What follows belongs to an exercise in optimizing a design on an open flow for small area, a short achievable clock period and few clock cycles per item; a production flow would make more cautious choices. No functional check of the RTL was part of this run. Power is estimated from default activity; no workload was simulated.

File: config.mk
export PLATFORM = sky130hd
export DESIGN_NAME = frer_recovery
export DESIGN_NICKNAME = frer_recovery
export VERILOG_FILES = /design/flow/design.v
export SDC_FILE = /design/flow/constraint.sdc
export NUM_CORES = 4
export LEC_CHECK = 0
export CAP_MARGIN = 20
export CORE_MARGIN = 2
export CORE_UTILIZATION = 40
export SLEW_MARGIN = 20
File: constraint.sdc
create_clock -name core_clock -period 20.0 [get_ports {clk}]
set_input_delay 4.0000 -clock core_clock [delete_from_list [all_inputs] [get_ports {clk}]]
set_output_delay 4.0000 -clock core_clock [all_outputs]
set_load 0.01 [all_outputs]
File: design.v
module frer_recovery (
    input  wire        clk,
    input  wire        rst,
    input  wire        cmd_valid,
    output wire        cmd_ready,
    input  wire [1:0]  cmd_op,
    input  wire [2:0]  cmd_stream,
    input  wire [2:0]  cmd_sel,
    input  wire        cmd_has_seq,
    input  wire [15:0] cmd_seq,
    input  wire [31:0] cmd_data,
    output reg         rsp_valid,
    output reg  [31:0] rsp_data
);
    localparam OP_FRAME  = 2'd0;
    localparam OP_READ   = 2'd1;
    localparam OP_CONFIG = 2'd2;
    localparam OP_WRITE  = 2'd3;
    assign cmd_ready = 1'b1;
    integer i;
    reg        take_no_seq [0:7];
    reg [6:0]  hist_len    [0:7];
    reg [15:0] rec_timeout [0:7];
    reg [15:0] rec_seq     [0:7];
    reg [63:1] hist        [0:7];    
    reg        rst_pending [0:7];
    reg [31:0] last_pass   [0:7];
    reg        p1_v;
    reg [1:0]  p1_op;
    reg [2:0]  p1_s;
    reg [2:0]  p1_sel;
    reg        p1_hs;
    reg [15:0] p1_seq;
    reg [31:0] p1_d;
    always @(posedge clk) begin
        p1_v   <= cmd_valid & ~rst;
        p1_op  <= cmd_op;
        p1_s   <= cmd_stream;
        p1_sel <= cmd_sel;
        p1_hs  <= cmd_has_seq;
        p1_seq <= cmd_seq;
        p1_d   <= cmd_data;
    end
    reg        p2_v;
    reg [1:0]  p2_op;
    reg [2:0]  p2_s;
    reg [2:0]  p2_sel;
    reg        p2_hs;
    reg [15:0] p2_seq;
    reg [31:0] p2_d;
    reg [27:0] p2_limit;
    reg [6:0]  p2_hl;
    reg        p2_tns;
    reg        p2_chg;
    wire       s1_fwd = p2_v && (p2_op == OP_CONFIG) && (p2_s == p1_s);
    wire       s1_tns = s1_fwd ? p2_d[29]    : take_no_seq[p1_s];
    wire [6:0] s1_hl  = s1_fwd ? p2_d[28:22] : hist_len[p1_s];
    wire [15:0] s1_rt = s1_fwd ? p2_d[15:0]  : rec_timeout[p1_s];
    wire [27:0] s1_limit = {s1_rt, 12'd0} - {2'd0, s1_rt, 10'd0}
                         - {6'd0, s1_rt, 6'd0} - {9'd0, s1_rt, 3'd0};
    wire [31:0] s1_cfg = {2'd0, s1_tns, s1_hl, 6'd0, s1_rt};
    always @(posedge clk) begin
        p2_v     <= p1_v & ~rst;
        p2_op    <= p1_op;
        p2_s     <= p1_s;
        p2_sel   <= p1_sel;
        p2_hs    <= p1_hs;
        p2_seq   <= p1_seq;
        p2_d     <= (p1_op == OP_READ) ? s1_cfg : p1_d;
        p2_limit <= s1_limit;
        p2_hl    <= (s1_hl > 7'd64) ? 7'd64 : s1_hl;
        p2_tns   <= s1_tns;
        p2_chg   <= (p1_d[29] != s1_tns) || (p1_d[28:22] != s1_hl);
    end
    wire [2:0]  s = p2_s;
    wire [6:0]  hl = p2_hl;
    wire [63:0] H  = {hist[s], 1'b1};
    wire [15:0] rs = rec_seq[s];
    wire [31:0] since   = p2_d - last_pass[s];
    wire        timeout = since > {4'd0, p2_limit};
    wire        pending = rst_pending[s] | timeout;
    wire [15:0] delta     = p2_seq - rs;
    wire [15:0] ndelta    = rs - p2_seq;
    wire        delta_neg = delta[15];
    wire [15:0] delta_abs = delta_neg ? ndelta : delta;
    wire        delta_pos = !delta_neg && (delta != 16'd0);
    wire        rogue     = delta_abs >= {9'd0, hl};
    wire [5:0]  dp        = delta[5:0];
    wire [5:0]  dn        = ndelta[5:0];
    wire        dup       = H[dn];
    function [63:0] lowk;
        input [6:0] k;
        integer j;
        begin
            for (j = 0; j < 64; j = j + 1)
                lowk[j] = (k > j);
        end
    endfunction
    wire [6:0]  hl_m_d    = hl - {1'b0, dp};
    wire [63:0] hl_mask   = lowk(hl);
    wire [63:0] top_mask  = hl_mask & ~lowk(hl_m_d);
    wire [63:0] hist_adv  = ((H << dp) | 64'd1) & hl_mask;
    wire [63:0] hist_mark = H | (64'd1 << dn);
    reg        f_pass, f_reset, f_disc, f_rogue, f_ooo, f_adv, f_pend;
    reg [15:0] f_seq;
    reg [63:0] f_hist;
    always @(*) begin
        f_pass  = 1'b0;
        f_reset = 1'b0;
        f_disc  = 1'b0;
        f_rogue = 1'b0;
        f_ooo   = 1'b0;
        f_adv   = 1'b0;
        f_pend  = pending;
        f_seq   = rs;
        f_hist  = H;
        if (!p2_hs) begin
            if (p2_tns)
                f_pass = 1'b1;
            else
                f_disc = 1'b1;
        end else if (pending) begin
            f_seq   = p2_seq;
            f_hist  = 64'd1;
            f_pend  = 1'b0;
            f_reset = 1'b1;
            f_pass  = 1'b1;
        end else if (rogue) begin
            f_rogue = 1'b1;
        end else if (!delta_pos) begin
            if (dup) begin
                f_disc = 1'b1;
            end else begin
                f_hist = hist_mark;
                f_ooo  = 1'b1;
                f_pass = 1'b1;
            end
        end else begin
            f_adv  = 1'b1;
            f_hist = hist_adv;
            f_seq  = p2_seq;
            f_ooo  = (delta > 16'd1);
            f_pass = 1'b1;
        end
    end
    wire s2_frame = p2_v && (p2_op == OP_FRAME);
    wire s2_cfg   = p2_v && (p2_op == OP_CONFIG);
    always @(posedge clk) begin
        if (rst) begin
            for (i = 0; i < 8; i = i + 1) begin
                take_no_seq[i] <= 1'b0;
                hist_len[i]    <= 7'd0;
                rec_timeout[i] <= 16'd0;
                rec_seq[i]     <= 16'd0;
                hist[i]        <= 63'd0;
                rst_pending[i] <= 1'b1;
                last_pass[i]   <= 32'd0;
            end
        end else begin
            if (s2_frame) begin
                rst_pending[s] <= f_pend;
                rec_seq[s]     <= f_seq;
                hist[s]        <= f_hist[63:1];
                if (f_pass)
                    last_pass[s] <= p2_d;
            end
            if (s2_cfg) begin
                take_no_seq[s] <= p2_d[29];
                hist_len[s]    <= p2_d[28:22];
                rec_timeout[s] <= p2_d[15:0];
                if (p2_chg)
                    rst_pending[s] <= 1'b1;
            end
        end
    end
    reg        p3_v;
    reg [1:0]  p3_op;
    reg [2:0]  p3_s;
    reg [2:0]  p3_sel;
    reg [31:0] p3_d;
    reg [63:1] p3_lvec;
    reg [4:0]  p3_inc;    
    always @(posedge clk) begin
        p3_v    <= p2_v & ~rst;
        p3_op   <= p2_op;
        p3_s    <= p2_s;
        p3_sel  <= p2_sel;
        p3_d    <= (p2_op == OP_READ && p2_sel == 3'd6) ?
                   {rs, 15'd0, rst_pending[s]} : p2_d;
        p3_lvec <= f_adv ? (~H[63:1] & top_mask[63:1]) : 63'd0;
        p3_inc  <= {f_pass, f_disc, f_rogue, f_ooo, f_reset};
    end
    function [6:0] popcount63;
        input [63:1] v;
        integer j;
        begin
            popcount63 = 7'd0;
            for (j = 1; j < 64; j = j + 1)
                popcount63 = popcount63 + {6'd0, v[j]};
        end
    endfunction
    reg        p4_v;
    reg [1:0]  p4_op;
    reg [2:0]  p4_s;
    reg [2:0]  p4_sel;
    reg [31:0] p4_d;
    reg [6:0]  p4_lost;
    reg [4:0]  p4_inc;
    always @(posedge clk) begin
        p4_v    <= p3_v & ~rst;
        p4_op   <= p3_op;
        p4_s    <= p3_s;
        p4_sel  <= p3_sel;
        p4_d    <= p3_d;
        p4_lost <= popcount63(p3_lvec);
        p4_inc  <= p3_inc;
    end
    function [31:0] sat_add;
        input [31:0] a;
        input [6:0]  b;
        reg   [32:0] sum;
        begin
            sum = {1'b0, a} + {26'd0, b};
            sat_add = sum[32] ? 32'hFFFF_FFFF : sum[31:0];
        end
    endfunction
    wire s4_frame = p4_v && (p4_op == OP_FRAME);
    wire s4_write = p4_v && (p4_op == OP_WRITE);
    wire [6:0] amt [0:5];
    assign amt[0] = {6'd0, p4_inc[4]};
    assign amt[1] = {6'd0, p4_inc[3]};
    assign amt[2] = {6'd0, p4_inc[2]};
    assign amt[3] = {6'd0, p4_inc[1]};
    assign amt[4] = p4_lost;
    assign amt[5] = {6'd0, p4_inc[0]};
    wire [31:0] cur [0:5];
    genvar g;
    generate
        for (g = 0; g < 6; g = g + 1) begin : gcnt
            reg [31:0] cnt [0:7];
            integer k;
            assign cur[g] = cnt[p4_s];
            always @(posedge clk) begin
                if (rst) begin
                    for (k = 0; k < 8; k = k + 1)
                        cnt[k] <= 32'd0;
                end else if (s4_frame && amt[g] != 7'd0) begin
                    cnt[p4_s] <= sat_add(cur[g], amt[g]);
                end else if (s4_write && p4_sel == g) begin
                    cnt[p4_s] <= p4_d;
                end
            end
        end
    endgenerate
    reg [31:0] rd_val;
    always @(*) begin
        case (p4_sel)
            3'd0: rd_val = cur[0];
            3'd1: rd_val = cur[1];
            3'd2: rd_val = cur[2];
            3'd3: rd_val = cur[3];
            3'd4: rd_val = cur[4];
            3'd5: rd_val = cur[5];
            default: rd_val = p4_d;
        endcase
    end
    always @(posedge clk) begin
        rsp_valid <= p4_v & ~rst;
        case (p4_op)
            OP_FRAME: rsp_data <= {31'd0, p4_inc[4]};
            OP_READ:  rsp_data <= rd_val;
            default:  rsp_data <= 32'd0;
        endcase
    end
endmodule
File: run.sh
#!/bin/bash
# synth_recipe.tcl (not shown) runs the flow's synth.tcl, then flattens the netlist and writes it again
# the make line also repeats each setting of config.mk as NAME=value (left out here)
make -C /OpenROAD-flow-scripts/flow DESIGN_CONFIG=/design/flow/config.mk WORK_HOME=/design/flow/orfs CLKGATE_MAP_FILE= SYNTH_SCRIPT=/design/flow/synth_recipe.tcl finish
==> results.json <==
{
  "hold_violations": 0,
  "fin_crit_sh": 0.542,
  "outcome": "no timing/DRC/antenna violations",
  "irDropWorstVdd_v": 0.0000707,
  "yosysWarnings": 1,
  "drv_cap": 0,
  "synth_edf_count": 2616,
  "die-area_mm2": 0.378,
  "slew_headroom": 0.187,
  "yosysTopAreaCell": "edfxtp_1",
  "cp_slowest_stage_delay_ns": 0.95,
  "io_pins": 94,
  "synth_area_leaders": "edfxtp_1, mux4_2, nor2_1, dfxtp_1, mux2i_1",
  "io_buffers": 92,
  "die_width_um": 615,
  "grt.total_usage": 0.286,
  "syn_nets": 12679,
  "antenna_found_initial": 23,
  "ys_seq_area_frac": 0.573,
  "overflow": 0,
  "layout_common_cells": "edfxtp_1, nor2_1, nand2_1",
  "max_freq_mhz": 92.3,
  "path_clk_slew_ns": 0.06,
  "synth.distinct_cells": 127,
  "ys_async_sr_fraction": 0,
  "cp_common_cell": "buf_4",
  "hold_end": "p4_d[1]",
  "dr.first_iter.drc_count": 16836,
  "fin_nets": 12533,
  "layout.cells.most_common": "edfxtp_1",
  "clk-insertion-delay-late_ns": 0.99,
  "coreArea_mm2": 0.372,
  "start_util": 0.402,
  "place.gp.congestion": 1.00,
  "r2r-start": "p2_s[0]",
  "cts.path.max_buffers": 4,
  "clockRootBuffer": "clkbuf_16",
  "power_density_mw_per_mm2": 97.6,
  "cts_resized": 0,
  "setup_viol_count_final": 0,
  "cts_tree": "yes",
  "die_y_um": 615,
  "ant_nets": 0,
  "yosys_most_used_dff": "edfxtp_1",
  "syn_inst": 12369,
  "holdBufCountCts": 0,
  "netlist.area_leader.share": 0.526,
  "rsz0062_at_grt": "no",
  "skew_ns": 0.0724,
  "num_rows": 224,
  "drc": 0,
  "grt_pass1_vias": 106681,
  "r2r_cells": 29,
  "crit_slowest_cell": "o311a_4",
  "cts_setup_buffers": 0,
  "fin_setup_tns_ns": 0,
  "syn2layout_area_growth_pct": 11.6,
  "rrSetupSlack_ns": 9.16,
  "detail_route.first_pass.iterations": 8,
  "r2r-end": "last_pass[7][15]",
  "hold-path-cell-count": 0,
  "avgSynthCellArea_um2": 12.1,
  "hp-start": "p3_d[1]",
  "totalPowerFinal_mw": 16.3,
  "cts_buffers": 326,
  "hold_class": "flip-flop to flip-flop",
  "dp_hpwl_um": 350000,
  "drv_slew": 0,
  "arrival_ns": 11.47,
  "grt_pass1_wl_um": 793000,
  "viasPerCell": 6.40,
  "cp.required_ns": 20.63,
  "netlist_area_mm2": 0.149,
  "leakagePower_nw": 58.3,
  "ys_seq_elements": 2969,
  "start_kind": "flip-flop",
  "cts_sinks": 2969,
  "drt_wl_total_um": 559000,
  "worst_pin_slew_ns": 1.22,
  "critPathKind": "flip-flop to flip-flop",
  "wl_per_cell_um": 32.0,
  "grt_max_degree": 110,
  "vias": 111955,
  "crit_path_max_fanout": 101,
  "fin_crit_ns": 10.84,
  "drive_above_1_share": 0.150,
  "crit_path_end_kind": "flip-flop",
  "cts-htree-levels": 5
}
==> worst max-delay path, delay by kind of cell (launching register included) <==
kind | cells | cell delay, ns
and+or+nand+nor | 11 | 2.90
DFF | 1 | 0.76
buffers and inverters | 5 | 2.93
AOI/OAI and AO/OA | 10 | 2.90
xor gates and xnor gates | 1 | 0.09
adders and majority gates | 2 | 0.67
==> synthesized netlist by cell type (50+ instances only) <==
cell type	count
o22ai_1	349
o211ai_1	70
mux2_2	161
nor2_1	1927
buf_1	67
and3_1	76
nand3b_1	52
buf_4	72
nand2b_1	56
nor3_1	571
nor2b_1	54
mux2i_1	352
o21ai_1	77
dfxtp_1	353
nand2_1	754
a22oi_1	222
ha_1	172
a221oi_1	159
xnor2_1	145
a21oi_1	588
o21ai_0	255
a21o_1	58
xor2_1	94
nand3_1	214
edfxtp_1	2616
mux4_2	473
fa_1	78
a221o_1	50
a22o_1	55
nor4_1	68
clkbuf_1	599
inv_1	231
nand4_1	54
and2_1	248
buf_2	176
==> final cells by class <==
type | instances | area (um^2)
Sequential cell | 2969 | 85700
Timing Repair Buffer | 499 | 4140
Multi-Input combinational cell | 8182 | 59000
Tap cell | 4972 | 6220
Clock buffer | 424 | 9040
Clock inverter | 174 | 1620
Inverter | 245 | 933
Fill cell | 34167 | 205000
Antenna cell | 29 | 72.6
==> how the worst max path moves through the flow <==
stage | slack (ns) | startpoint | cells past startpoint | end
2_1_floorplan | 9.28 | p2_s[0] | 37 | last_pass[3][0]
3_3_place_gp | 9.41 | p2_s[0] | 29 | last_pass[2][15]
3_5_place_dp | 9.40 | p2_s[0] | 29 | last_pass[7][8]
4_1_cts | 9.38 | p2_s[0] | 29 | last_pass[7][15]
5_1_grt | 8.70 | p2_s[0] | 29 | last_pass[2][23]
6_report | 9.16 | p2_s[0] | 29 | last_pass[7][15]
==> power breakdown <==
| part | internal [mW] | switching, mW | leakage [nW] |
|---|---|---|---|
| Combinational | 0.948 | 2.14 | 23.1 |
| Clock | 3.48 | 2.61 | 5.24 |
| Sequential | 6.97 | 0.134 | 30.0 |
| Total | 11.4 | 4.88 | 58.3 |
==> per-stage QoR <==
step | hold slack (ns) | std cells | area [um^2] | setup WS [ns] | utilization
6_report | 0.316 | 17494 | 167000 | 9.16 | 0.448
5_1_grt | 0.325 | 17477 | 167000 | 8.70 | 0.448
4_1_cts | 0.312 | 17458 | 166000 | 9.38 | 0.448
3_5_place_dp | 0.312 | 16860 | 156000 | 9.40 | 0.419
3_3_place_gp | 0.311 | 16855 | 156000 | 9.41 | 0.419
2_1_floorplan | 0.310 | 12369 | 149000 | 9.28 | -
==> registers in the layout (all words and copies together), names as in the netlist, 7 cells and up <==
register and count:
hist 504, p2_hl 7, rsp_data 32, last_pass 256
rst_pending 8, p3_lvec 63, rec_timeout 128, rec_seq 128
gcnt.cnt 1536, p3_d 32, p2_d 32, p2_limit 25
p1_d 32, p1_seq 16, p4_d 32, p4_lost 7
take_no_seq 8, hist_len 56, p2_seq 16
==> cell families (layout without fill, tap and decap cells) <==
| logic type | count (synthesis) | count (layout) | synth area share |
|---|---|---|---|
| AND/OR/NAND/NOR | 4290 | 4290 | 0.132 |
| flip-flops | 2969 | 2969 | 0.573 |
| AO/OA/AOI/OAI | 2405 | 2405 | 0.111 |
| buffers and inverters | 1218 | 1342 | 0.0373 |
| multiplexers | 997 | 997 | 0.108 |
| adder cells (fa/ha/maj) | 250 | 250 | 0.0249 |
| XOR/XNOR | 239 | 239 | 0.0140 |
| other | 1 | 30 | 0.0000251 |
==> metal layers <==
metal  vias up  track usage  wire length [um]
li1      46605            -                 -
met1     56295        0.380            213000
met3      1526       0.0717             66700
met4        20        0.148             33500
met5         -     0.000505               164
met2      7509        0.432            246000

-- separate check: timing with driven ports --
How much do the figures lean on ideal ports? The routed layout below was timed once more, with nothing changed but the port constraints. Step 1 (the two cells are an assumption about what drives the block):
set clk [get_ports {clk}]
set_driving_cell -lib_cell sky130_fd_sc_hd__clkbuf_16 $clk
set_driving_cell -lib_cell sky130_fd_sc_hd__buf_2 [delete_from_list [all_inputs] $clk]
Step 2, shift: input delay + t, output delay - t, t = (earliest + latest rising clock arrival at the registers) / 2. This alone moves slack from input paths to output paths. Slacks: no drivers / after step 1 / after step 2; pairs: no drivers / after step 1.
t, ns: 1.063
slack for setup (ns): 9.160 / 9.160 / 9.160
hold WS [ns]: 0.316 / 0.316 / 0.316
worst setup path after step 2: register to register
worst register clock-pin slew, ns: 0.07 / 0.07
After both steps this run still meets setup and hold. For this run, drivers alone change the setup slack by 0.000 ns; drivers and shift together by 0.000 ns.
